This design comes from an exercise in tuning for small area on the open sky130 flow, not from production work. The RTL was checked by simulation tests, not by an equivalence proof against the original design. No activity file was given, so power comes from the tool's default toggle rates.

[flow/run.sh]
#!/bin/bash
# synth_recipe.tcl (not shown) runs the flow's synth.tcl, then flattens the netlist and writes it again
# the make line also repeats each setting of config.mk as NAME=value (left out here)
make -C /OpenROAD-flow-scripts/flow DESIGN_CONFIG=/design/flow/config.mk WORK_HOME=/design/flow/orfs CLKGATE_MAP_FILE= SYNTH_SCRIPT=/design/flow/synth_recipe.tcl finish
[flow/design.v]
module acq_ring (
    input  wire         clk,
    input  wire         rst,
    input  wire [2:0]   ph,
    input  wire         bit_en,
    input  wire [7:0]   mdat,
    input  wire [7:0]   ch_en,
    input  wire         cfg_we,
    input  wire [2:0]   cfg_ch,
    input  wire [8:0]   cfg_u,
    input  wire [8:0]   cfg_l,
    input  wire [3:0]   cfg_cm1,
    input  wire [2:0]   cfg_act,
    input  wire         cfg_inv_trip,
    input  wire         pinst,         
    input  wire         minst,         
    input  wire [4:0]   wp0,
    input  wire [3:0]   wp1,
    input  wire [13:0]  wm0,
    input  wire [13:0]  wm1,
    input  wire [12:0]  wm2,
    output wire [207:0] met_word,
    output wire [7:0]   invalid,
    output wire [7:0]   raised,
    output wire [3:0]   prot
);
    genvar c, j;
    reg [7:0]  inv_r, rai_r, x_r, pend_r, rs_r, cpost_r;
    reg [2:0]  act_r [0:7];
    reg [20:0] mhi_r [0:7];        
    reg [7:0]  msat_r;             
    reg [7:0]  movr_r, minv_r;
    wire [7:0] clr = {8{rst}} | ~ch_en;
    wire [7:0] sel;                
    wire [7:0] wsel;               
    generate
        for (c = 0; c < 8; c = c + 1) begin : g_dec
            assign sel[c]  = (ph == c);
            assign wsel[c] = cfg_we && (cfg_ch == c);
        end
    endgenerate
    reg [8*1-1:0]  last_q;
    reg [8*9-1:0]  run_q;
    reg [8*12-1:0] cnt_q;
    reg [8*4-1:0]  wcnt_q;
    reg [8*1-1:0]  wab_q;
    reg [8*9-1:0]  pa0_q;
    reg [8*7-1:0]  pa1_q;
    reg [8*22-1:0] ma0_q;
    reg [8*21-1:0] ma1_q;
    reg [8*19-1:0] ma2_q;
    reg [8*9-1:0]  u_q, l_q;
    reg [8*4-1:0]  cm1_q;
    reg [8*1-1:0]  itrip_q;
    wire        last_i  = last_q[7];
    wire [8:0]  run_i   = run_q[63 +: 9];
    wire [11:0] cnt_i   = cnt_q[84 +: 12];
    wire [3:0]  wcnt_i  = wcnt_q[28 +: 4];
    wire        wab_i   = wab_q[7];
    wire [8:0]  pa0_i   = pa0_q[63 +: 9];
    wire [6:0]  pa1_i   = pa1_q[49 +: 7];
    wire [21:0] ma0_i   = ma0_q[154 +: 22];
    wire [20:0] ma1_i   = ma1_q[147 +: 21];
    wire [18:0] ma2_i   = ma2_q[133 +: 19];
    wire [8:0]  u_i     = u_q[63 +: 9];
    wire [8:0]  l_i     = l_q[63 +: 9];
    wire [3:0]  cm1_i   = cm1_q[28 +: 4];
    wire        itrip_i = itrip_q[7];
    wire [2:0] s_ph   = ph;
    wire       s_en   = ch_en[s_ph];
    wire       s_md   = mdat[s_ph];
    wire       s_x    = x_r[s_ph];
    wire       s_pend = pend_r[s_ph];
    wire       s_rs   = rs_r[s_ph];
    wire       s_cp   = cpost_r[s_ph] || wsel[s_ph];
    wire       s_inv  = inv_r[s_ph];
    wire       s_rai  = rai_r[s_ph];
    wire [2:0] s_act  = act_r[s_ph];
    wire live  = bit_en && s_en;                  
    wire off   = rst || !s_en;                    
    wire fresh = s_rs || off;                     
    wire step  = !off && (s_pend || live);
    wire x     = step && (s_pend ? s_x : s_md);
    wire        last_b = fresh ? 1'b0  : last_i;
    wire [8:0]  run_b  = fresh ? 9'd0  : run_i;
    wire [11:0] cnt_b  = fresh ? 12'd0 : cnt_i;
    wire [3:0]  wcnt_b = fresh ? 4'd0  : wcnt_i;
    wire [8:0]  pa0_b  = fresh ? 9'd0  : pa0_i;
    wire [6:0]  pa1_b  = fresh ? 7'd0  : pa1_i;
    wire [21:0] ma0_b  = fresh ? 22'd0 : ma0_i;
    wire [20:0] ma1_b  = fresh ? 21'd0 : ma1_i;
    wire [18:0] ma2_b  = fresh ? 19'd0 : ma2_i;
    wire [8:0] run_next = (run_b != 9'd0 && x == last_b)
                          ? (run_b[8] ? run_b : run_b + 9'd1)
                          : 9'd1;
    wire long_run   = run_next[8];
    wire go_invalid = step && !s_inv && long_run;
    wire go_valid   = step && s_inv && !long_run && (cnt_b == 12'hfff);
    wire [11:0] cnt_n = (go_invalid || go_valid || (s_inv && long_run)) ? 12'd0
                      : (s_inv || cnt_b[8:0] != 9'h1ff) ? cnt_b + 12'd1
                      : cnt_b;
    wire prot_settled = (cnt_b[8:5] != 4'd0) || (cnt_b[4:0] == 5'h1f);       
    wire met_settled  = cnt_b[8] && (cnt_b[7] || (cnt_b[6:0] == 7'h7f));     
    wire new_inv = go_invalid ? 1'b1 : go_valid ? 1'b0 : s_inv;
    wire [8:0] pa0n = pa0_b + (x ? {4'd0, wp0} : 9'd0);
    wire [6:0] pa1n = pa1_b + (x ? {3'd0, wp1} : 7'd0);
    wire       psh  = step && pinst;
    wire [8:0] pa0_o = psh ? {2'd0, pa1n} : pa0n;
    wire [6:0] pa1_o = psh ? 7'd0 : pa1n;
    wire prot_ok = psh && !s_inv && !go_invalid && prot_settled;
    wire above = pa0n > u_i;
    wire below = pa0n < l_i;
    wire same  = (wcnt_b != 4'd0) && (wab_i == above);
    wire reach = (wcnt_b >= cm1_i);
    reg  [3:0] wcnt_o;
    reg        wab_o;
    reg        rai_o;
    always @(*) begin
        wcnt_o = wcnt_b;
        wab_o  = wab_i;
        rai_o  = s_rai;
        if (s_cp || s_act == 3'd0) begin
            wcnt_o = 4'd0;
        end else if (go_invalid) begin
            wcnt_o = 4'd0;
            if (itrip_i)
                rai_o = 1'b1;
        end else if (prot_ok) begin
            if (!s_rai) begin
                if (above || below) begin
                    wab_o = above;
                    if (same ? reach : (cm1_i == 4'd0)) begin
                        rai_o  = 1'b1;
                        wcnt_o = 4'd0;
                    end else
                        wcnt_o = same ? wcnt_b + 4'd1 : 4'd1;
                end else
                    wcnt_o = 4'd0;
            end else begin
                if (!above && !below) begin
                    if (reach) begin
                        rai_o  = 1'b0;
                        wcnt_o = 4'd0;
                    end else
                        wcnt_o = wcnt_b + 4'd1;
                end else
                    wcnt_o = 4'd0;
            end
        end
    end
    wire [21:0] ma0n = ma0_b + (x ? {8'd0, wm0} : 22'd0);
    wire [20:0] ma1n = ma1_b + (x ? {7'd0, wm1} : 21'd0);
    wire [18:0] ma2n = ma2_b + (x ? {6'd0, wm2} : 19'd0);
    wire        msh  = step && minst;
    wire [21:0] ma0_o = msh ? {1'b0, ma1n} : ma0n;
    wire [20:0] ma1_o = msh ? {2'd0, ma2n} : ma1n;
    wire [18:0] ma2_o = msh ? 19'd0 : ma2n;
    wire met_ok = msh && !s_inv && !go_invalid && met_settled;
    wire        m_sat = ma0n[21];
    wire [20:0] m_hi  = m_sat ? 21'h0fffff : {~ma0n[20], ma0n[19:0]};
    wire        m_ovr = m_sat || (ma0n[20:16] == 5'h1f)
                      || ((ma0n[20:17] == 4'd0) && (!ma0n[16] || ma0n[15:0] == 16'd0));
    wire [8:0] u_d     = rst ? 9'd256 : cfg_u;
    wire [8:0] l_d     = rst ? 9'd0   : cfg_l;
    wire [3:0] cm1_d   = rst ? 4'd0   : cfg_cm1;
    wire       itrip_d = rst ? 1'b1   : cfg_inv_trip;
    always @(posedge clk) begin
        last_q <= {last_q[6:0], step ? x : last_b};
        run_q  <= {run_q[62:0],  step ? run_next : run_b};
        cnt_q  <= {cnt_q[83:0],  step ? cnt_n : cnt_b};
        wab_q  <= {wab_q[6:0],   wab_o};
        pa0_q  <= {pa0_q[62:0],  pa0_o};
        pa1_q  <= {pa1_q[48:0],  pa1_o};
        ma0_q  <= {ma0_q[153:0], ma0_o};
        ma1_q  <= {ma1_q[146:0], ma1_o};
        ma2_q  <= {ma2_q[132:0], ma2_o};
    end
    wire [7:0] we_slot;
    generate
        for (j = 0; j < 8; j = j + 1) begin : g_we
            wire [2:0] chj = ph - j;
            assign we_slot[j] = rst || (cfg_we && (cfg_ch == chj));
        end
    endgenerate
    always @(posedge clk) begin
        u_q[8:0]   <= we_slot[0] ? u_d     : u_i;
        l_q[8:0]   <= we_slot[0] ? l_d     : l_i;
        cm1_q[3:0] <= we_slot[0] ? cm1_d   : cm1_i;
        itrip_q[0] <= we_slot[0] ? itrip_d : itrip_i;
        wcnt_q[3:0] <= we_slot[0] ? 4'd0   : wcnt_o;
    end
    generate
        for (j = 1; j < 8; j = j + 1) begin : g_cfg
            always @(posedge clk) begin
                u_q[9*j +: 9]    <= we_slot[j] ? u_d     : u_q[9*(j-1) +: 9];
                l_q[9*j +: 9]    <= we_slot[j] ? l_d     : l_q[9*(j-1) +: 9];
                cm1_q[4*j +: 4]  <= we_slot[j] ? cm1_d   : cm1_q[4*(j-1) +: 4];
                itrip_q[j]       <= we_slot[j] ? itrip_d : itrip_q[j-1];
                wcnt_q[4*j +: 4] <= we_slot[j] ? 4'd0    : wcnt_q[4*(j-1) +: 4];
            end
        end
    endgenerate
    generate
        for (c = 0; c < 8; c = c + 1) begin : g_ch
            wire at = sel[c];
            always @(posedge clk) begin
                if (bit_en)
                    x_r[c] <= mdat[c];
                if (clr[c] || at)
                    pend_r[c] <= 1'b0;
                else if (bit_en)
                    pend_r[c] <= 1'b1;
                if (clr[c])
                    rs_r[c] <= 1'b1;
                else if (at)
                    rs_r[c] <= 1'b0;
                if (clr[c] || at)
                    cpost_r[c] <= 1'b0;
                else if (wsel[c] && pend_r[c])
                    cpost_r[c] <= 1'b1;
                if (rst)
                    act_r[c] <= 3'd0;
                else if (wsel[c])
                    act_r[c] <= cfg_act;
                if (clr[c])
                    inv_r[c] <= 1'b0;
                else if (at)
                    inv_r[c] <= new_inv;
                if (clr[c] || wsel[c] || act_r[c] == 3'd0)
                    rai_r[c] <= 1'b0;
                else if (at)
                    rai_r[c] <= rai_o;
                if (clr[c]) begin
                    mhi_r[c]  <= 21'd0;
                    msat_r[c] <= 1'b0;
                    movr_r[c] <= 1'b0;
                    minv_r[c] <= 1'b1;
                end else if (at && go_invalid) begin
                    minv_r[c] <= 1'b1;
                end else if (at && met_ok) begin
                    mhi_r[c]  <= m_hi;
                    msat_r[c] <= m_sat;
                    movr_r[c] <= m_ovr;
                    minv_r[c] <= 1'b0;
                end
            end
            assign met_word[26*c +: 26] = {movr_r[c], minv_r[c], mhi_r[c], {3{msat_r[c]}}};
        end
    endgenerate
    assign invalid = inv_r;
    assign raised  = rai_r;
    reg [3:0] prot_or;
    integer k;
    always @(*) begin
        prot_or = 4'd0;
        for (k = 0; k < 8; k = k + 1)
            if (rai_r[k])
                case (act_r[k][1:0])
                    2'd0: prot_or[3] = 1'b1;
                    2'd1: prot_or[0] = 1'b1;
                    2'd2: prot_or[1] = 1'b1;
                    2'd3: prot_or[2] = 1'b1;
                endcase
    end
    assign prot = prot_or;
endmodule
module acq_xm16 (
    input  wire          clk,
    input  wire          rst,             
    input  wire          bit_en,          
    input  wire [15:0]   mdat,            
    input  wire [15:0]   ch_en,           
    input  wire          cfg_we,          
    input  wire [3:0]    cfg_ch,
    input  wire [15:0]   cfg_hi,
    input  wire [15:0]   cfg_lo,
    input  wire [4:0]    cfg_count,       
    input  wire [2:0]    cfg_act,         
    input  wire          cfg_inv_trip,
    output wire [415:0]  met_word,        
    output wire [15:0]   ch_invalid,      
    output wire [15:0]   win_raised,      
    output wire [3:0]    acq_prot,        
    output wire          acq_stream       
);
    reg [6:0] bit_cnt;
    reg [2:0] ph;
    always @(posedge clk) begin
        if (rst) begin
            bit_cnt <= 7'd0;
            ph      <= 3'd0;
        end else begin
            if (bit_en)
                bit_cnt <= bit_cnt + 7'd1;
            ph <= ph + 3'd1;
        end
    end
    wire [6:0] idx   = bit_en ? bit_cnt : bit_cnt - 7'd1;
    wire       pinst = (idx[3:0] == 4'hf);
    wire       minst = (idx == 7'h7f);
    wire [4:0] wp0 = 5'd16 - {1'b0, idx[3:0]};
    wire [3:0] wp1 = idx[3:0];
    wire [7:0]  n0  = 8'd128 - {1'b0, idx};               
    wire [15:0] sq0 = n0 * (n0 + 8'd1);
    wire [13:0] wm0 = sq0[14:1];
    wire [13:0] sq2 = idx * (idx - 7'd1);
    wire [12:0] wm2 = sq2[13:1];
    wire [14:0] h1  = 15'd16384 - {1'b0, wm0} - {2'b0, wm2};
    wire [13:0] wm1 = h1[13:0];
    wire [8:0] cfg_u   = (cfg_hi == 16'h7fff) ? 9'd256 : {1'b0, ~cfg_hi[15], cfg_hi[14:8]};
    wire [8:0] cfg_l   = {1'b0, ~cfg_lo[15], cfg_lo[14:8]} + {8'd0, |cfg_lo[7:0]};
    wire [3:0] cfg_cm1 = cfg_count[3:0] - 4'd1;           
    wire [3:0] prot0, prot1;
    acq_ring u_r0 (
        .clk(clk), .rst(rst), .ph(ph), .bit_en(bit_en),
        .mdat(mdat[7:0]), .ch_en(ch_en[7:0]),
        .cfg_we(cfg_we && !cfg_ch[3]), .cfg_ch(cfg_ch[2:0]),
        .cfg_u(cfg_u), .cfg_l(cfg_l), .cfg_cm1(cfg_cm1), .cfg_act(cfg_act),
        .cfg_inv_trip(cfg_inv_trip),
        .pinst(pinst), .minst(minst), .wp0(wp0), .wp1(wp1),
        .wm0(wm0), .wm1(wm1), .wm2(wm2),
        .met_word(met_word[207:0]), .invalid(ch_invalid[7:0]),
        .raised(win_raised[7:0]), .prot(prot0)
    );
    acq_ring u_r1 (
        .clk(clk), .rst(rst), .ph(ph), .bit_en(bit_en),
        .mdat(mdat[15:8]), .ch_en(ch_en[15:8]),
        .cfg_we(cfg_we && cfg_ch[3]), .cfg_ch(cfg_ch[2:0]),
        .cfg_u(cfg_u), .cfg_l(cfg_l), .cfg_cm1(cfg_cm1), .cfg_act(cfg_act),
        .cfg_inv_trip(cfg_inv_trip),
        .pinst(pinst), .minst(minst), .wp0(wp0), .wp1(wp1),
        .wm0(wm0), .wm1(wm1), .wm2(wm2),
        .met_word(met_word[415:208]), .invalid(ch_invalid[15:8]),
        .raised(win_raised[15:8]), .prot(prot1)
    );
    assign acq_prot   = prot0 | prot1;
    assign acq_stream = |ch_invalid;
endmodule
[flow/constraint.sdc]
create_clock -name core_clock -period 14.0 [get_ports {clk}]
set_input_delay 2.8000 -clock core_clock [delete_from_list [all_inputs] [get_ports {clk}]]
set_output_delay 2.8000 -clock core_clock [all_outputs]
set_load 0.01 [all_outputs]
[flow/config.mk]
export PLATFORM = sky130hd
export DESIGN_NAME = acq_xm16
export DESIGN_NICKNAME = acq_xm16
export VERILOG_FILES = /design/flow/design.v
export SDC_FILE = /design/flow/constraint.sdc
export NUM_CORES = 4
export LEC_CHECK = 0
export CAP_MARGIN = 20
export CORE_MARGIN = 2
export CORE_UTILIZATION = 40
export SLEW_MARGIN = 20
==> summary.md, run 1 <==
## Logic synthesis
• **area share of the largest cell type after synthesis** 0.6052
• **most frequently used flop master after synthesis** sky130_fd_sc_hd__dfxtp_1
• **compound-cell area share of the yosys netlist** 0.1060
• **instance count of the mapped netlist** 8077
• **top cell types by occurrence after synthesis** sky130_fd_sc_hd__dfxtp_1 (2570), sky130_fd_sc_hd__nand2_1 (812), sky130_fd_sc_hd__nor2_1 (733)
• **number of enable-type register cells in the synthesized netlist** 16
• **combinational family with the most area after synthesis** simple AND/OR/NAND/NOR gates
• **top cell type by total area after synthesis** sky130_fd_sc_hd__dfxtp_1
• **Adder-Cell Fraction of Synth Area** 0.05978
• **Netlist Area Pre-Place** 85020 um2
• **cell types occupying the most area after synthesis** sky130_fd_sc_hd__dfxtp_1 (61%), sky130_fd_sc_hd__ha_1 (3.8%), sky130_fd_sc_hd__nand2_1 (3.6%)
• **simple logic cell fraction of the synthesized area** 0.1485
• **library cell with the highest instance count after synthesis** sky130_fd_sc_hd__dfxtp_1
• **total number of yosys warnings** 4
• **distinct cell type count after synthesis** 90
• **average footprint of a synthesized cell** 10.53 um2
• **xor and xnor fraction of the mapped netlist area** 0.02163
• **synthesis-stage register bit count** 2586
• **multiplexer area fraction after synthesis** 0.01972
• **part of the Yosys area used for sequential elements** 0.6108
• **proportion of synthesized flip-flops having asynchronous set or reset** 0

## Placed design
• **placer congestion estimate** 0.8812
• **pre-CTS WS** 0.8750 ns
• **final HPWL from detailed placement** 166600 um
• **buffers added on ports** 532

## STA
• **worst clock skew on the final layout** 0.05053 ns
• **Total Negative Setup Slacks** 0 ns
• **slew of the pin with the lowest slew margin** 1.128 ns
• **unrepaired setup endpoints after global routing** false
• **count of endpoints failing hold in the final timing report** 0
• **max-slew violations** 0
• **minimum clock period after layout** 12.32 ns
• **headroom to the max-slew limit** 0.2481
• **Achievable Freq** 0.08114 GHz
• **setup slack of the critical path after layout** 1.676 ns
• **smallest hold slack** 0.2795 ns
• **share of the cycle needed by the critical path after routing** 0.8803
• **setup violation total in the final timing report** 0

## Worst setup path
• **worst r2r dst** u_r0.mhi_r[1][8]
• **arrival time of the worst setup path** 13.07 ns
• **Critical Path Source Type** input pin
• **kind of cell adding the most delay to the critical path** adder cells
• **number of cells on the worst reg-to-reg path** 35
• **Buffers & Inverters on Critical Path** 7
• **RR Startpoint** bit_cnt[0]
• **reg-to-reg setup timing slack** 3.24 ns
• **slowest stage cell on the critical path** sky130_fd_sc_hd__xnor2_1
• **Crit Path Class** in -> reg
• **type of destination of the critical path** register
• **CP required** 14.74 ns
• **most frequent CP cell** sky130_fd_sc_hd__fa_1
• **worst-path fanout max** 15
• **highest cell delay on the worst timing path** 0.72 ns

## Clocking
• **CTS Buf Count** 278
• **clock tree from TritonCTS** done
• **Clock Root Buffer** sky130_fd_sc_hd__clkbuf_16
• **buffer levels on the longest clock path** 4
• **Clk Latency, worst-skew pair** 0.92 ns
• **Reg clk slew, reported paths** 0.07 ns
• **clock sink total** 2586
• **number of gates resized after CTS** 0
• **maximum level of the CTS H-tree** 5
• **hold-fix buffers at CTS** 0
• **count of buffers added by post-CTS timing repair for setup** 0

## Detailed routing
• **vias per std cell** 5.087
• **detailed-routing iteration count for the pre-antenna-repair pass** 6
• **Avg WL per Cell** 20.50 um
• **drt initial violations** 4308
• **post-route ant nets** 0
• **wire length after detailed routing** 238900 um
• **number of remaining DRC errors** 0
• **via count of the routed design** 59290

## Global routing
• **maximum number of pins on one net before global-route repair** 107
• **Overflow after GRT** 0
• **antenna violations before repair** 15
• **via count of the first global-routing pass** 57010
• **GRT Overall Usage** 0.2137
• **global-route wire length before repair** 354500 um

## Flow run
• **total of max-cap violations** 0

## Finish
• **layout overhead on the synthesized area** 21.12%
• **layout cells sized above 1** 0.08265
• **fin nets** 9056
• **final core area utilization** 0.4865

## Floorplan
• **width of the die** 465.0 um
• **Top-Level Pins** 534
• **standard cell core area** 211700 um2
• **die footprint** 216200 um2
• **die height** 465.0 um
• **Starting Density** 0.4017
• **standard-cell rows** 169

## Power
• **Power, Total** 23.55 mW
• **Worst IR Drop VDD** 968.6 uV
• **Lkg Pwr** 39.69 nW
• **power density cells** 228.7 nW/um2

## Worst hold path
• **worst hold path endpoint** u_r0.run_q[65]
• **Min-Delay Startpoint** u_r0.run_q[56]
• **path type of the worst min-delay path** reg -> reg
• **cell count of the worst hold path** 0

## Outcome
• **run status** no timing/DRC/antenna violations

==> power by group <==
part	internal [mW]	switching, mW
logic	2.94	5.21
clock network	4.62	2.89
registers	7.77	0.102
==> kinds of logic after synthesis <==
| family | Yosys count |
|---|---|
| compound gates | 1471 |
| xor+xnor | 210 |
| fa+ha+maj | 351 |
| buf+inv | 711 |
| flops | 2586 |
| mux | 141 |
| other cells | 2 |
| simple gates | 2605 |
==> worst max path at each step <==
stage / depth (start not counted) / slack [ns] / start / endpoint
finish: 34 / 1.68 / bit_en / u_r1.movr_r[4]
CTS: 34 / 1.80 / bit_en / u_r1.movr_r[5]
global placement: 34 / 0.95 / bit_en / u_r0.mhi_r[0][8]
global route: 34 / 1.29 / bit_en / u_r0.mhi_r[0][8]
detailed placement: 34 / 0.88 / bit_en / u_r1.movr_r[5]
floorplan: 34 / 1.90 / bit_en / u_r1.movr_r[0]
==> stage by stage <==
stage | cells | area [um2]
after floorplan | 8087 | 85060
after global placement | 11160 | 93440
after detailed placement | 11160 | 93440
after CTS | 11640 | 102900
after global routing | 11650 | 103000
final | 11660 | 103000
==> area by class of cell <==
type,instances,area [um2]
fill,19000,108700
antenna,14,35.03
tap,2821,3530
inverter,271,1017
clock inverter,90,1328
sequential,2586,51930
multi-input combinational,4790,30430
clock buffer,386,8124
timing repair buffer,697,6579
==> state kept, by name (all words and copies together), names as in the netlist, 96 cells and up <==
signal	count
u_r1.ma0_q	176
u_r1.mhi_r	168
u_r1.ma2_q	152
u_r0.ma0_q	176
u_r0.cnt_q	96
u_r1.cnt_q	96
u_r0.ma2_q	152
u_r0.ma1_q	168
u_r0.mhi_r	168
u_r1.ma1_q	168
==> per-layer routing <==
layer	share of wire	GRT usage	up-vias
met5	0.000067	0	-
met4	0.049	0.1061	2
met3	0.051	0.03247	528
met2	0.47	0.3500	1824
met1	0.43	0.2747	28530
li1	-	-	28420
==> cell usage in the layout, fill, tap and decap left out, types with 65 or more instances in the layout <==
cell / count
sky130_fd_sc_hd__a211oi_1: 201
sky130_fd_sc_hd__a21o_1: 65
sky130_fd_sc_hd__a21oi_1: 423
sky130_fd_sc_hd__and2_1: 154
sky130_fd_sc_hd__and3_1: 94
sky130_fd_sc_hd__buf_4: 163
sky130_fd_sc_hd__clkbuf_16: 287
sky130_fd_sc_hd__clkdlybuf4s50_1: 530
sky130_fd_sc_hd__dfxtp_1: 2567
sky130_fd_sc_hd__fa_1: 92
sky130_fd_sc_hd__ha_1: 259
sky130_fd_sc_hd__inv_1: 268
sky130_fd_sc_hd__mux2i_1: 107
sky130_fd_sc_hd__nand2_1: 811
sky130_fd_sc_hd__nand3_1: 132
sky130_fd_sc_hd__nand3b_1: 199
sky130_fd_sc_hd__nor2_1: 730
sky130_fd_sc_hd__nor3_1: 134
sky130_fd_sc_hd__o21ai_0: 465
sky130_fd_sc_hd__xnor2_1: 120
sky130_fd_sc_hd__xor2_1: 89
==> run 2: changes to the inputs <==
--- a/flow/design.v
+++ b/flow/design.v
@@ -28,7 +28,6 @@
     reg [7:0]  inv_r, rai_r, x_r, pend_r, rs_r, cpost_r;
     reg [2:0]  act_r [0:7];
     reg [20:0] mhi_r [0:7];        
-    reg [7:0]  msat_r;             
     reg [7:0]  movr_r, minv_r;
     wire [7:0] clr = {8{rst}} | ~ch_en;
     wire [7:0] sel;                
@@ -40,26 +39,26 @@
         end
     endgenerate
     reg [8*1-1:0]  last_q;
-    reg [8*9-1:0]  run_q;
+    reg [8*8-1:0]  run_q;          
     reg [8*12-1:0] cnt_q;
     reg [8*4-1:0]  wcnt_q;
     reg [8*1-1:0]  wab_q;
-    reg [8*9-1:0]  pa0_q;
+    reg [8*8-1:0]  pa0_q;          
     reg [8*7-1:0]  pa1_q;
-    reg [8*22-1:0] ma0_q;
+    reg [8*21-1:0] ma0_q;
     reg [8*21-1:0] ma1_q;
     reg [8*19-1:0] ma2_q;
     reg [8*9-1:0]  u_q, l_q;
     reg [8*4-1:0]  cm1_q;
     reg [8*1-1:0]  itrip_q;
     wire        last_i  = last_q[7];
-    wire [8:0]  run_i   = run_q[63 +: 9];
+    wire [7:0]  run_i   = run_q[56 +: 8];
     wire [11:0] cnt_i   = cnt_q[84 +: 12];
     wire [3:0]  wcnt_i  = wcnt_q[28 +: 4];
     wire        wab_i   = wab_q[7];
-    wire [8:0]  pa0_i   = pa0_q[63 +: 9];
+    wire [7:0]  pa0_i   = pa0_q[56 +: 8];
     wire [6:0]  pa1_i   = pa1_q[49 +: 7];
-    wire [21:0] ma0_i   = ma0_q[154 +: 22];
+    wire [20:0] ma0_i   = ma0_q[147 +: 21];
     wire [20:0] ma1_i   = ma1_q[147 +: 21];
     wire [18:0] ma2_i   = ma2_q[133 +: 19];
     wire [8:0]  u_i     = u_q[63 +: 9];
@@ -81,19 +80,14 @@
     wire fresh = s_rs || off;                     
     wire step  = !off && (s_pend || live);
     wire x     = step && (s_pend ? s_x : s_md);
-    wire        last_b = fresh ? 1'b0  : last_i;
-    wire [8:0]  run_b  = fresh ? 9'd0  : run_i;
     wire [11:0] cnt_b  = fresh ? 12'd0 : cnt_i;
     wire [3:0]  wcnt_b = fresh ? 4'd0  : wcnt_i;
-    wire [8:0]  pa0_b  = fresh ? 9'd0  : pa0_i;
     wire [6:0]  pa1_b  = fresh ? 7'd0  : pa1_i;
-    wire [21:0] ma0_b  = fresh ? 22'd0 : ma0_i;
-    wire [20:0] ma1_b  = fresh ? 21'd0 : ma1_i;
     wire [18:0] ma2_b  = fresh ? 19'd0 : ma2_i;
-    wire [8:0] run_next = (run_b != 9'd0 && x == last_b)
-                          ? (run_b[8] ? run_b : run_b + 9'd1)
-                          : 9'd1;
-    wire long_run   = run_next[8];
+    wire [7:0] run_next = (!fresh && x == last_i)
+                          ? ((run_i == 8'hff) ? run_i : run_i + 8'd1)
+                          : 8'd0;
+    wire long_run   = (run_next == 8'hff);
     wire go_invalid = step && !s_inv && long_run;
     wire go_valid   = step && s_inv && !long_run && (cnt_b == 12'hfff);
     wire [11:0] cnt_n = (go_invalid || go_valid || (s_inv && long_run)) ? 12'd0
@@ -102,14 +96,15 @@
     wire prot_settled = (cnt_b[8:5] != 4'd0) || (cnt_b[4:0] == 5'h1f);       
     wire met_settled  = cnt_b[8] && (cnt_b[7] || (cnt_b[6:0] == 7'h7f));     
     wire new_inv = go_invalid ? 1'b1 : go_valid ? 1'b0 : s_inv;
-    wire [8:0] pa0n = pa0_b + (x ? {4'd0, wp0} : 9'd0);
+    wire [7:0] pa0n = pa0_i + (x ? {3'd0, wp0} : 8'd0);
     wire [6:0] pa1n = pa1_b + (x ? {3'd0, wp1} : 7'd0);
     wire       psh  = step && pinst;
-    wire [8:0] pa0_o = psh ? {2'd0, pa1n} : pa0n;
+    wire [7:0] pa0_o = psh ? {1'b0, pa1n} : pa0n;
+    wire [8:0] pv   = {x && (pa0n == 8'd0), pa0n};
     wire [6:0] pa1_o = psh ? 7'd0 : pa1n;
     wire prot_ok = psh && !s_inv && !go_invalid && prot_settled;
-    wire above = pa0n > u_i;
-    wire below = pa0n < l_i;
+    wire above = pv > u_i;
+    wire below = pv < l_i;
     wire same  = (wcnt_b != 4'd0) && (wab_i == above);
     wire reach = (wcnt_b >= cm1_i);
     reg  [3:0] wcnt_o;
@@ -148,30 +143,29 @@
             end
         end
     end
-    wire [21:0] ma0n = ma0_b + (x ? {8'd0, wm0} : 22'd0);
-    wire [20:0] ma1n = ma1_b + (x ? {7'd0, wm1} : 21'd0);
+    wire [20:0] ma0n = ma0_i + (x ? {7'd0, wm0} : 21'd0);
+    wire [20:0] ma1n = ma1_i + (x ? {7'd0, wm1} : 21'd0);
     wire [18:0] ma2n = ma2_b + (x ? {6'd0, wm2} : 19'd0);
     wire        msh  = step && minst;
-    wire [21:0] ma0_o = msh ? {1'b0, ma1n} : ma0n;
+    wire [20:0] ma0_o = msh ? ma1n : ma0n;
     wire [20:0] ma1_o = msh ? {2'd0, ma2n} : ma1n;
     wire [18:0] ma2_o = msh ? 19'd0 : ma2n;
     wire met_ok = msh && !s_inv && !go_invalid && met_settled;
-    wire        m_sat = ma0n[21];
-    wire [20:0] m_hi  = m_sat ? 21'h0fffff : {~ma0n[20], ma0n[19:0]};
-    wire        m_ovr = m_sat || (ma0n[20:16] == 5'h1f)
+    wire [20:0] m_hi  = {~ma0n[20], ma0n[19:0]};
+    wire        m_ovr = (ma0n[20:16] == 5'h1f)
                       || ((ma0n[20:17] == 4'd0) && (!ma0n[16] || ma0n[15:0] == 16'd0));
     wire [8:0] u_d     = rst ? 9'd256 : cfg_u;
     wire [8:0] l_d     = rst ? 9'd0   : cfg_l;
     wire [3:0] cm1_d   = rst ? 4'd0   : cfg_cm1;
     wire       itrip_d = rst ? 1'b1   : cfg_inv_trip;
     always @(posedge clk) begin
-        last_q <= {last_q[6:0], step ? x : last_b};
-        run_q  <= {run_q[62:0],  step ? run_next : run_b};
+        last_q <= {last_q[6:0], step ? x : last_i};
+        run_q  <= {run_q[55:0],  step ? run_next : run_i};
         cnt_q  <= {cnt_q[83:0],  step ? cnt_n : cnt_b};
         wab_q  <= {wab_q[6:0],   wab_o};
-        pa0_q  <= {pa0_q[62:0],  pa0_o};
+        pa0_q  <= {pa0_q[55:0],  pa0_o};
         pa1_q  <= {pa1_q[48:0],  pa1_o};
-        ma0_q  <= {ma0_q[153:0], ma0_o};
+        ma0_q  <= {ma0_q[146:0], ma0_o};
         ma1_q  <= {ma1_q[146:0], ma1_o};
         ma2_q  <= {ma2_q[132:0], ma2_o};
     end
@@ -212,7 +206,7 @@
                     pend_r[c] <= 1'b1;
                 if (clr[c])
                     rs_r[c] <= 1'b1;
-                else if (at)
+                else if (at && step)
                     rs_r[c] <= 1'b0;
                 if (clr[c] || at)
                     cpost_r[c] <= 1'b0;
@@ -232,19 +226,17 @@
                     rai_r[c] <= rai_o;
                 if (clr[c]) begin
                     mhi_r[c]  <= 21'd0;
-                    msat_r[c] <= 1'b0;
                     movr_r[c] <= 1'b0;
                     minv_r[c] <= 1'b1;
                 end else if (at && go_invalid) begin
                     minv_r[c] <= 1'b1;
                 end else if (at && met_ok) begin
                     mhi_r[c]  <= m_hi;
-                    msat_r[c] <= m_sat;
                     movr_r[c] <= m_ovr;
                     minv_r[c] <= 1'b0;
                 end
             end
-            assign met_word[26*c +: 26] = {movr_r[c], minv_r[c], mhi_r[c], {3{msat_r[c]}}};
+            assign met_word[26*c +: 26] = {movr_r[c], minv_r[c], mhi_r[c], 3'b000};
         end
     endgenerate
     assign invalid = inv_r;
@@ -300,13 +292,10 @@
     wire       minst = (idx == 7'h7f);
     wire [4:0] wp0 = 5'd16 - {1'b0, idx[3:0]};
     wire [3:0] wp1 = idx[3:0];
-    wire [7:0]  n0  = 8'd128 - {1'b0, idx};               
-    wire [15:0] sq0 = n0 * (n0 + 8'd1);
-    wire [13:0] wm0 = sq0[14:1];
     wire [13:0] sq2 = idx * (idx - 7'd1);
     wire [12:0] wm2 = sq2[13:1];
-    wire [14:0] h1  = 15'd16384 - {1'b0, wm0} - {2'b0, wm2};
-    wire [13:0] wm1 = h1[13:0];
+    wire [13:0] wm0 = {1'b0, wm2} + 14'd8256 - {idx, 7'd0};
+    wire [13:0] wm1 = 14'd8128 + {idx, 7'd0} - {wm2, 1'b0};
     wire [8:0] cfg_u   = (cfg_hi == 16'h7fff) ? 9'd256 : {1'b0, ~cfg_hi[15], cfg_hi[14:8]};
     wire [8:0] cfg_l   = {1'b0, ~cfg_lo[15], cfg_lo[14:8]} + {8'd0, |cfg_lo[7:0]};
     wire [3:0] cfg_cm1 = cfg_count[3:0] - 4'd1;           
==> flow/flow/run.sh (new file) <==
#!/bin/bash
# Standard layout (the standard.sh), with two changes:
#  - port buffers are sky130_fd_sc_hd__buf_1 instead of the flow's default
#    buffer (every input and output port still gets its own buffer);
#  - clock tree: larger sink clusters and no dummy loads.
# The full output of the ORFS make run is kept in standard_flow.log; ORFS
# also writes each step's own log under orfs/logs/.
set -euo pipefail
export BUFFER_PORTS_ARGS="-buffer_cell sky130_fd_sc_hd__buf_1"
export CTS_ARGS="-sink_clustering_enable -repair_clock_nets -sink_clustering_size 30 -sink_clustering_max_diameter 70 -dont_use_dummy_load"
bash standard.sh > standard_flow.log 2>&1
==> flow/standard.sh (new file) <==
#!/bin/bash
# synth_recipe.tcl (not shown) runs the flow's synth.tcl, then flattens the netlist and writes it again
# the make line also repeats each setting of config.mk as NAME=value (left out here)
make -C /OpenROAD-flow-scripts/flow DESIGN_CONFIG=/design/flow/config.mk WORK_HOME=/design/flow/orfs CLKGATE_MAP_FILE= SYNTH_SCRIPT=/design/flow/synth_recipe.tcl "${@:-finish}"
--- a/flow/config.mk
+++ b/flow/config.mk
@@ -7,5 +7,5 @@
 export LEC_CHECK = 0
 export CAP_MARGIN = 20
 export CORE_MARGIN = 2
-export CORE_UTILIZATION = 40
+export CORE_UTILIZATION = 65
 export SLEW_MARGIN = 20
removed: flow/run.sh
==> run 2 against run 1 <==
Wire length shrank 12%; non-clock buffer count down 74; via count is 6.8% lower; clock skew rose by 0.047 ns; synthesized cell count shrank 5.1%; total power fell by 28%; first-iteration DRC count up 31%; sequential power up 4.1%; flip-flop and latch count down 64; worst hold slack lost 0.0063 ns; critical endpoint is now u_r1.movr_r[2]; largest cell class unchanged.
==> summary.md, run 2 <==
## Worst setup path
• **arrival time of the worst setup path** 13.28 ns
• **highest cell delay on the worst timing path** 0.84 ns
• **type of destination of the critical path** register
• **worst-path fanout max** 12
• **CP required** 14.60 ns
• **Crit Path Class** in -> reg
• **most frequent CP cell** sky130_fd_sc_hd__ha_1
• **crit path launch** bit_en
• **slowest stage cell on the critical path** sky130_fd_sc_hd__or4b_2
• **RR Startpoint** bit_cnt[1]
• **Critical Path Source Type** input pin

## Finish
• **most common library cell in the layout ignoring fill and taps** sky130_fd_sc_hd__dfxtp_1
• **layout cells sized above 1** 0.04588
• **final core area utilization** 0.7096
• **most frequent cells in the layout** sky130_fd_sc_hd__dfxtp_1 (2504), sky130_fd_sc_hd__nand2_1 (1115), sky130_fd_sc_hd__a21oi_1 (568)
• **fin nets** 8398
• **layout overhead on the synthesized area** 8.009%

## Logic synthesis
• **instance count of the mapped netlist** 7663
• **compound-cell area share of the yosys netlist** 0.09779
• **combinational family with the most area after synthesis** simple AND/OR/NAND/NOR gates
• **library cell with the highest instance count after synthesis** sky130_fd_sc_hd__dfxtp_1
• **most frequently used flop master after synthesis** sky130_fd_sc_hd__dfxtp_1
• **average footprint of a synthesized cell** 10.46 um2
• **cell types occupying the most area after synthesis** sky130_fd_sc_hd__dfxtp_1 (63%), sky130_fd_sc_hd__nand2_1 (5.2%), sky130_fd_sc_hd__a21oi_1 (3.6%)
• **area share of the largest cell type after synthesis** 0.6257
• **total number of yosys warnings** 4
• **synthesis-stage register bit count** 2522
• **xor and xnor fraction of the mapped netlist area** 0.02279
• **distinct cell type count after synthesis** 98
• **top cell type by total area after synthesis** sky130_fd_sc_hd__dfxtp_1
• **simple logic cell fraction of the synthesized area** 0.1506
• **part of the Yosys area used for sequential elements** 0.6317
• **Netlist Area Pre-Place** 80170 um2
• **top cell types by occurrence after synthesis** sky130_fd_sc_hd__dfxtp_1 (2506), sky130_fd_sc_hd__nand2_1 (1119), sky130_fd_sc_hd__a21oi_1 (570)
• **multiplexer area fraction after synthesis** 0.01768
• **Adder-Cell Fraction of Synth Area** 0.04713
• **proportion of synthesized flip-flops having asynchronous set or reset** 0
• **number of enable-type register cells in the synthesized netlist** 16

## Floorplan
• **Starting Density** 0.6570
• **Top-Level Pins** 534
• **die footprint** 126200 um2
• **standard cell core area** 122000 um2
• **standard-cell rows** 128
• **die height** 355.2 um
• **width of the die** 355.2 um

## Detailed routing
• **via count of the routed design** 55240
• **vias per std cell** 5.711
• **number of remaining DRC errors** 0
• **drt initial violations** 5653
• **post-route ant nets** 0
• **wire length after detailed routing** 209500 um
• **detailed-routing iteration count for the pre-antenna-repair pass** 6
• **Avg WL per Cell** 21.66 um

## STA
• **share of the cycle needed by the critical path after routing** 0.9058
• **worst clock skew on the final layout** 0.09777 ns
• **smallest hold slack** 0.2732 ns
• **minimum clock period after layout** 12.68 ns
• **count of endpoints failing hold in the final timing report** 0
• **slew of the pin with the lowest slew margin** 1.190 ns
• **Achievable Freq** 0.07886 GHz
• **setup violation total in the final timing report** 0
• **unrepaired setup endpoints after global routing** false
• **Total Negative Setup Slacks** 0 ns
• **max-slew violations** 0
• **headroom to the max-slew limit** 0.2047

## Clocking
• **buffer levels on the longest clock path** 3
• **Clock Root Buffer** sky130_fd_sc_hd__clkbuf_16
• **maximum level of the CTS H-tree** 3
• **Reg clk slew, reported paths** 0.10 ns
• **count of buffers added by post-CTS timing repair for setup** 0
• **clock tree from TritonCTS** done
• **number of gates resized after CTS** 0
• **clock sink total** 2522
• **Clk Latency, worst-skew pair** 0.77 ns
• **hold-fix buffers at CTS** 0
• **CTS Buf Count** 117

## Placed design
• **placer congestion estimate** 0.9603
• **buffers added on ports** 484
• **final HPWL from detailed placement** 147600 um

## Worst hold path
• **path type of the worst min-delay path** reg -> reg
• **Min-Delay Startpoint** u_r0.cnt_q[30]

## Global routing
• **maximum number of pins on one net before global-route repair** 102
• **GRT Overall Usage** 0.3240
• **Overflow after GRT** 0
• **via count of the first global-routing pass** 52730
• **global-route wire length before repair** 312000 um
• **antenna violations before repair** 11

## Power
• **Worst IR Drop VDD** 273.5 uV
• **power density cells** 195.7 nW/um2
• **Lkg Pwr** 33.75 nW

## Outcome
• **run status** no timing/DRC/antenna violations

## Flow run
• **total of max-cap violations** 0

-- run 2: through the flow --
stage          total power, mW  instance area [um2]  std cells  worst slack [ns]
2_1_floorplan            11.67                80400       7724             1.798
3_3_place_gp             13.33                83590       9549            0.9339
3_5_place_dp             13.45                83620       9551            0.7396
4_1_cts                  16.96                86550       9668             1.449
5_1_grt                  17.79                86590       9672            0.8456
6_report                 16.95                86590       9672             1.319
-- run 2: cell families after synthesis --
kind of cell    after synthesis
simple gates               2567
flops                      2522
compound gates             1361
buf+inv                     616
fa+ha+maj                   272
xor+xnor                    207
mux                         116
other cells                   2
-- run 2: worst paths after layout --
path | slack [ns] | cells after the start | end
setup / recovery | 1.32 | 36 | u_r1.movr_r[2]
setup reg to reg | 2.95 | 37 | u_r1.movr_r[2]
hold / removal | 0.27 | 0 | u_r0.cnt_q[42]
hold reg to reg | 0.27 | 0 | u_r0.cnt_q[42]
-- run 2: critical path: cells and delay by family --
family	cells	cell delay (ns)
mux	2	0.33
xor+xnor	2	0.66
buf+inv	7	1.00
fa+ha+maj	10	4.09
compound gates	9	2.07
simple gates	6	2.30
-- run 2: where the power goes --
part / internal [mW] / switching [mW] / leakage [nW]
logic: 1.85 / 3.35 / 11.8
clock network: 1.48 / 2.07 / 1.44
registers: 7.99 / 0.203 / 20.5
total: 11.3 / 5.63 / 33.8
-- run 2: layout make-up --
type	instances	area, um2
flip-flops and latches	2522	50650
fillers	9284	35440
multi-input cells	4586	27360
clock buffers	117	2928
repair buffers	623	2880
well taps	1625	2033
inverters	195	732.0
diodes	4	10.01
-- run 2: metal layers --
metal  part of all wire  vias to the layer above  global-route usage
met5                  0                        -                   0
met4              0.054                        0              0.1519
met3              0.080                      584             0.06067
met2               0.44                     2222              0.5064
met1               0.42                    26360              0.4378
li1                   -                    26080                   -
==> run 3: changes to the inputs <==
--- a/flow/design.v
+++ b/flow/design.v
@@ -40,7 +40,7 @@
     endgenerate
     reg [8*1-1:0]  last_q;
     reg [8*8-1:0]  run_q;          
-    reg [8*12-1:0] cnt_q;
+    reg [8*9-1:0]  cnt_q;
     reg [8*4-1:0]  wcnt_q;
     reg [8*1-1:0]  wab_q;
     reg [8*8-1:0]  pa0_q;          
@@ -53,7 +53,7 @@
     reg [8*1-1:0]  itrip_q;
     wire        last_i  = last_q[7];
     wire [7:0]  run_i   = run_q[56 +: 8];
-    wire [11:0] cnt_i   = cnt_q[84 +: 12];
+    wire [8:0]  cnt_i   = cnt_q[63 +: 9];
     wire [3:0]  wcnt_i  = wcnt_q[28 +: 4];
     wire        wab_i   = wab_q[7];
     wire [7:0]  pa0_i   = pa0_q[56 +: 8];
@@ -80,7 +80,7 @@
     wire fresh = s_rs || off;                     
     wire step  = !off && (s_pend || live);
     wire x     = step && (s_pend ? s_x : s_md);
-    wire [11:0] cnt_b  = fresh ? 12'd0 : cnt_i;
+    wire [8:0]  cnt_b  = fresh ? 9'd0  : cnt_i;
     wire [3:0]  wcnt_b = fresh ? 4'd0  : wcnt_i;
     wire [6:0]  pa1_b  = fresh ? 7'd0  : pa1_i;
     wire [18:0] ma2_b  = fresh ? 19'd0 : ma2_i;
@@ -89,10 +89,11 @@
                           : 8'd0;
     wire long_run   = (run_next == 8'hff);
     wire go_invalid = step && !s_inv && long_run;
-    wire go_valid   = step && s_inv && !long_run && (cnt_b == 12'hfff);
+    wire [11:0] gcnt = s_inv ? {pa1_b[2:0], cnt_b} : {3'd0, cnt_b};
+    wire go_valid   = step && s_inv && !long_run && (gcnt == 12'hfff);
     wire [11:0] cnt_n = (go_invalid || go_valid || (s_inv && long_run)) ? 12'd0
-                      : (s_inv || cnt_b[8:0] != 9'h1ff) ? cnt_b + 12'd1
-                      : cnt_b;
+                      : (s_inv || cnt_b != 9'h1ff) ? gcnt + 12'd1
+                      : gcnt;
     wire prot_settled = (cnt_b[8:5] != 4'd0) || (cnt_b[4:0] == 5'h1f);       
     wire met_settled  = cnt_b[8] && (cnt_b[7] || (cnt_b[6:0] == 7'h7f));     
     wire new_inv = go_invalid ? 1'b1 : go_valid ? 1'b0 : s_inv;
@@ -101,7 +102,9 @@
     wire       psh  = step && pinst;
     wire [7:0] pa0_o = psh ? {1'b0, pa1n} : pa0n;
     wire [8:0] pv   = {x && (pa0n == 8'd0), pa0n};
-    wire [6:0] pa1_o = psh ? 7'd0 : pa1n;
+    wire [6:0] pa1_o = (s_inv || go_invalid)
+                       ? {(psh || go_valid) ? 4'd0 : pa1n[6:3], step ? cnt_n[11:9] : pa1_b[2:0]}
+                       : psh ? 7'd0 : pa1n;
     wire prot_ok = psh && !s_inv && !go_invalid && prot_settled;
     wire above = pv > u_i;
     wire below = pv < l_i;
@@ -161,7 +164,7 @@
     always @(posedge clk) begin
         last_q <= {last_q[6:0], step ? x : last_i};
         run_q  <= {run_q[55:0],  step ? run_next : run_i};
-        cnt_q  <= {cnt_q[83:0],  step ? cnt_n : cnt_b};
+        cnt_q  <= {cnt_q[62:0],  step ? cnt_n[8:0] : cnt_b};
         wab_q  <= {wab_q[6:0],   wab_o};
         pa0_q  <= {pa0_q[55:0],  pa0_o};
         pa1_q  <= {pa1_q[48:0],  pa1_o};
==> run 3 against run 2 <==
Area after synthesis down 0.29%; cell count down 0.31%; wire length down 2.6%; sequential share of layout area down 0.63 points; clock skew up 0.0097 ns; die area down 0.28%; still clean on timing, DRC and antenna.
==> summary.md, run 3 <==
## Logic synthesis
• **synthesis-stage register bit count** 2474
• **distinct cell type count after synthesis** 107
• **proportion of synthesized flip-flops having asynchronous set or reset** 0
• **combinational family with the most area after synthesis** simple AND/OR/NAND/NOR gates
• **area share of the largest cell type after synthesis** 0.6155
• **top cell types by occurrence after synthesis** sky130_fd_sc_hd__dfxtp_1 (2458), sky130_fd_sc_hd__nand2_1 (1040), sky130_fd_sc_hd__nor2_1 (568)
• **total number of yosys warnings** 4
• **simple logic cell fraction of the synthesized area** 0.1534
• **compound-cell area share of the yosys netlist** 0.09948
• **average footprint of a synthesized cell** 10.43 um2
• **part of the Yosys area used for sequential elements** 0.6215
• **xor and xnor fraction of the mapped netlist area** 0.02089
• **Adder-Cell Fraction of Synth Area** 0.04805
• **top cell type by total area after synthesis** sky130_fd_sc_hd__dfxtp_1
• **cell types occupying the most area after synthesis** sky130_fd_sc_hd__dfxtp_1 (62%), sky130_fd_sc_hd__nand2_1 (4.9%), sky130_fd_sc_hd__ha_1 (3.6%)
• **multiplexer area fraction after synthesis** 0.02033
• **instance count of the mapped netlist** 7666
• **library cell with the highest instance count after synthesis** sky130_fd_sc_hd__dfxtp_1
• **most frequently used flop master after synthesis** sky130_fd_sc_hd__dfxtp_1
• **number of enable-type register cells in the synthesized netlist** 16
• **Netlist Area Pre-Place** 79940 um2

## STA
• **slew of the pin with the lowest slew margin** 1.254 ns
• **headroom to the max-slew limit** 0.1614
• **count of endpoints failing hold in the final timing report** 0
• **setup slack of the critical path after layout** 1.227 ns
• **max-slew violations** 0
• **Achievable Freq** 0.07829 GHz
• **worst clock skew on the final layout** 0.1074 ns
• **share of the cycle needed by the critical path after routing** 0.9124
• **setup violation total in the final timing report** 0
• **minimum clock period after layout** 12.77 ns
• **Total Negative Setup Slacks** 0 ns
• **unrepaired setup endpoints after global routing** false
• **smallest hold slack** 0.2368 ns

## Detailed routing
• **vias per std cell** 5.671
• **number of remaining DRC errors** 0
• **drt initial violations** 5335
• **detailed-routing iteration count for the pre-antenna-repair pass** 7
• **via count of the routed design** 54680
• **post-route ant nets** 0
• **Avg WL per Cell** 21.16 um
• **wire length after detailed routing** 204000 um

## Placed design
• **Inst Count DP** 9521
• **placer congestion estimate** 0.9277
• **buffers added on ports** 484
• **final HPWL from detailed placement** 144600 um
• **pre-CTS WS** 0.5803 ns

## Global routing
• **via count of the first global-routing pass** 51170
• **maximum number of pins on one net before global-route repair** 303
• **global-route wire length before repair** 303700 um
• **Overflow after GRT** 0
• **GRT Overall Usage** 0.3144
• **antenna violations before repair** 11

## Finish
• **most frequent cells in the layout** sky130_fd_sc_hd__dfxtp_1 (2455), sky130_fd_sc_hd__nand2_1 (1040), sky130_fd_sc_hd__nor2_1 (566)
• **post-route insts no fill** 9642
• **fin nets** 8371
• **most common library cell in the layout ignoring fill and taps** sky130_fd_sc_hd__dfxtp_1
• **# fillers** 9254
• **layout overhead on the synthesized area** 7.436%
• **layout cells sized above 1** 0.04619

## Clocking
• **Clk Latency, worst-skew pair** 0.76 ns
• **Reg clk slew, reported paths** 0.09 ns
• **Clock Root Buffer** sky130_fd_sc_hd__clkbuf_16
• **maximum level of the CTS H-tree** 3
• **number of gates resized after CTS** 0
• **count of buffers added by post-CTS timing repair for setup** 0
• **clock tree from TritonCTS** done
• **buffer levels on the longest clock path** 3
• **clock sink total** 2474
• **hold-fix buffers at CTS** 0
• **CTS Buf Count** 115

## Worst setup path
• **Buffers & Inverters on Critical Path** 12
• **worst r2r dst** u_r1.movr_r[2]
• **Crit Path Class** in -> reg
• **reg-to-reg setup timing slack** 3.17 ns
• **Stages on worst setup path** 44
• **arrival time of the worst setup path** 13.41 ns
• **RR Startpoint** bit_cnt[1]
• **Worst Setup EP** u_r1.movr_r[2]
• **type of destination of the critical path** register
• **worst-path fanout max** 19
• **crit path launch** bit_en
• **CP required** 14.64 ns
• **Critical Path Source Type** input pin
• **highest cell delay on the worst timing path** 0.70 ns
• **most frequent CP cell** sky130_fd_sc_hd__inv_1
• **kind of cell adding the most delay to the critical path** adder cells
• **slowest stage cell on the critical path** sky130_fd_sc_hd__or4b_2
• **number of cells on the worst reg-to-reg path** 44

## Floorplan
• **standard cell core area** 121900 um2
• **die height** 354.7 um
• **die footprint** 125800 um2
• **Starting Density** 0.6559
• **standard-cell rows** 128
• **Top-Level Pins** 534
• **width of the die** 354.7 um

## Power
• **Worst IR Drop VDD** 349.2 uV
• **power density cells** 190.9 nW/um2
• **Comb pwr share** 0.297
• **Lkg Pwr** 33.40 nW
• **switching share of power** 0.3337
• **cell internal pwr** 10.92 mW
• **switching power** 5.471 mW
• **Clock power frac** 0.213
• **power share of the sequential group** 0.489

## Outcome
• **run status** no timing/DRC/antenna violations

## Worst hold path
• **path type of the worst min-delay path** reg -> reg

## Flow run
• **total of max-cap violations** 0

## run 3: changes by cell type after synthesis, sizes merged, moves of 24 or more
cell    change
buf        +24
dfxtp      -48
inv        +25
nor2       +32
nand3b     +31
and2       +24
nand2      -77
## run 3: layer usage
metal  wire length (um)  GRT usage
met4               8768     0.1225
met3              16010    0.06031
met2              93070     0.5011
met1              86080     0.4253
met5                 64          0
## run 3: final cells by class
type / count / area (um2) / area share
well taps: 1625 / 2033 / 0.02367
flip-flops and latches: 2474 / 49690 / 0.5786
clock buffers: 115 / 2878 / 0.03351
repair buffers: 610 / 2780 / 0.03237
diodes: 6 / 15.01 / 0.0001748
inverters: 216 / 810.8 / 0.009440
multi-input cells: 4596 / 27680 / 0.3222
## run 3: cells by family after synthesis
family,after synthesis
AND/OR/NAND/NOR,2585
flip-flops,2474
multiplexers,134
AO/OA/AOI/OAI,1348
adder cells (fa/ha/maj),277
XOR/XNOR,189
other,2
buffers and inverters,657
## run 3: worst reg2reg max path, delay by kind of cell, from the launching register on
family                   cells  cell delay, ns
multiplexers                 1            0.07
AO/OA/AOI/OAI                8            1.65
adder cells (fa/ha/maj)     11            4.22
buffers and inverters       11            1.25
AND/OR/NAND/NOR             11            2.24
flip-flops                   1            0.46
XOR/XNOR                     2            0.85
## run 3: worst min path at each step
stage | from | to | cells after the start
final | u_r1.cnt_q[3] | u_r1.cnt_q[12] | 0
after global routing | u_r1.cnt_q[3] | u_r1.cnt_q[12] | 0
after CTS | u_r1.cnt_q[3] | u_r1.cnt_q[12] | 0
after detailed placement | u_r0.ma2_q[68] | u_r0.ma2_q[87] | 0
after global placement | u_r0.ma1_q[119] | u_r0.ma1_q[140] | 0
after floorplan | u_r0.cnt_q[1] | u_r0.cnt_q[10] | 0
## run 3: power by group through the flow
stage | Combinational (mW) | Sequential [mW] | Clock, mW
after floorplan | 3.13 | 8.10 | 0
after global placement | 4.72 | 8.14 | 0
after detailed placement | 4.80 | 8.18 | 0
after CTS | 4.84 | 8.03 | 3.55
after global routing | 5.31 | 8.09 | 3.79
final | 4.87 | 8.02 | 3.50
## run 3: stage by stage
stage | total power, mW | util | cell area, um2
after CTS | 16.42 | 0.7046 | 85870
final | 16.39 | 0.7047 | 85890
after floorplan | 11.23 | - | 80170
after global placement | 12.86 | 0.6809 | 82990
after detailed placement | 12.98 | 0.6809 | 82990
after global routing | 17.19 | 0.7046 | 85880

[re-timing with driven ports]
The flow's constraints put no driver on any port. The routed layouts listed below were extracted and timed again, unchanged, in two steps. Step 1: set_driving_cell puts a clkbuf_16 on clk and a buf_2 on each other input, an assumption about the parent block. Step 2 times the ports against the registers' clock, not the clock port: input delays grow and output delays shrink by t, the midpoint of the rising clock arrivals with the driver on. a / b / c = no drivers / after step 1 / after step 2; a / b = the first two.
| run | shift t [ns] | setup WS [ns] | hold slack, ns | slew at the worst register clock pin (ns) | worst data-port slew with drivers (ns) |
|---|---|---|---|---|---|
| run 1 | 0.992 | 1.676 / 1.625 / 0.632 | 0.279 / 0.279 / 0.279 | 0.07 / 0.07 | 0.22 |
| run 2 | 0.804 | 1.319 / 1.375 / 0.571 | 0.273 / 0.273 / 0.273 | 0.11 / 0.11 | 0.14 |
| run 3 | 0.786 | 1.227 / 1.155 / 0.369 | 0.237 / 0.237 / 0.237 | 0.11 / 0.11 | 0.18 |
After both steps every run listed still meets setup and hold. The setup slack of run 1, which loses most, moves by -0.051 ns with the drivers and by -1.044 ns with both steps.
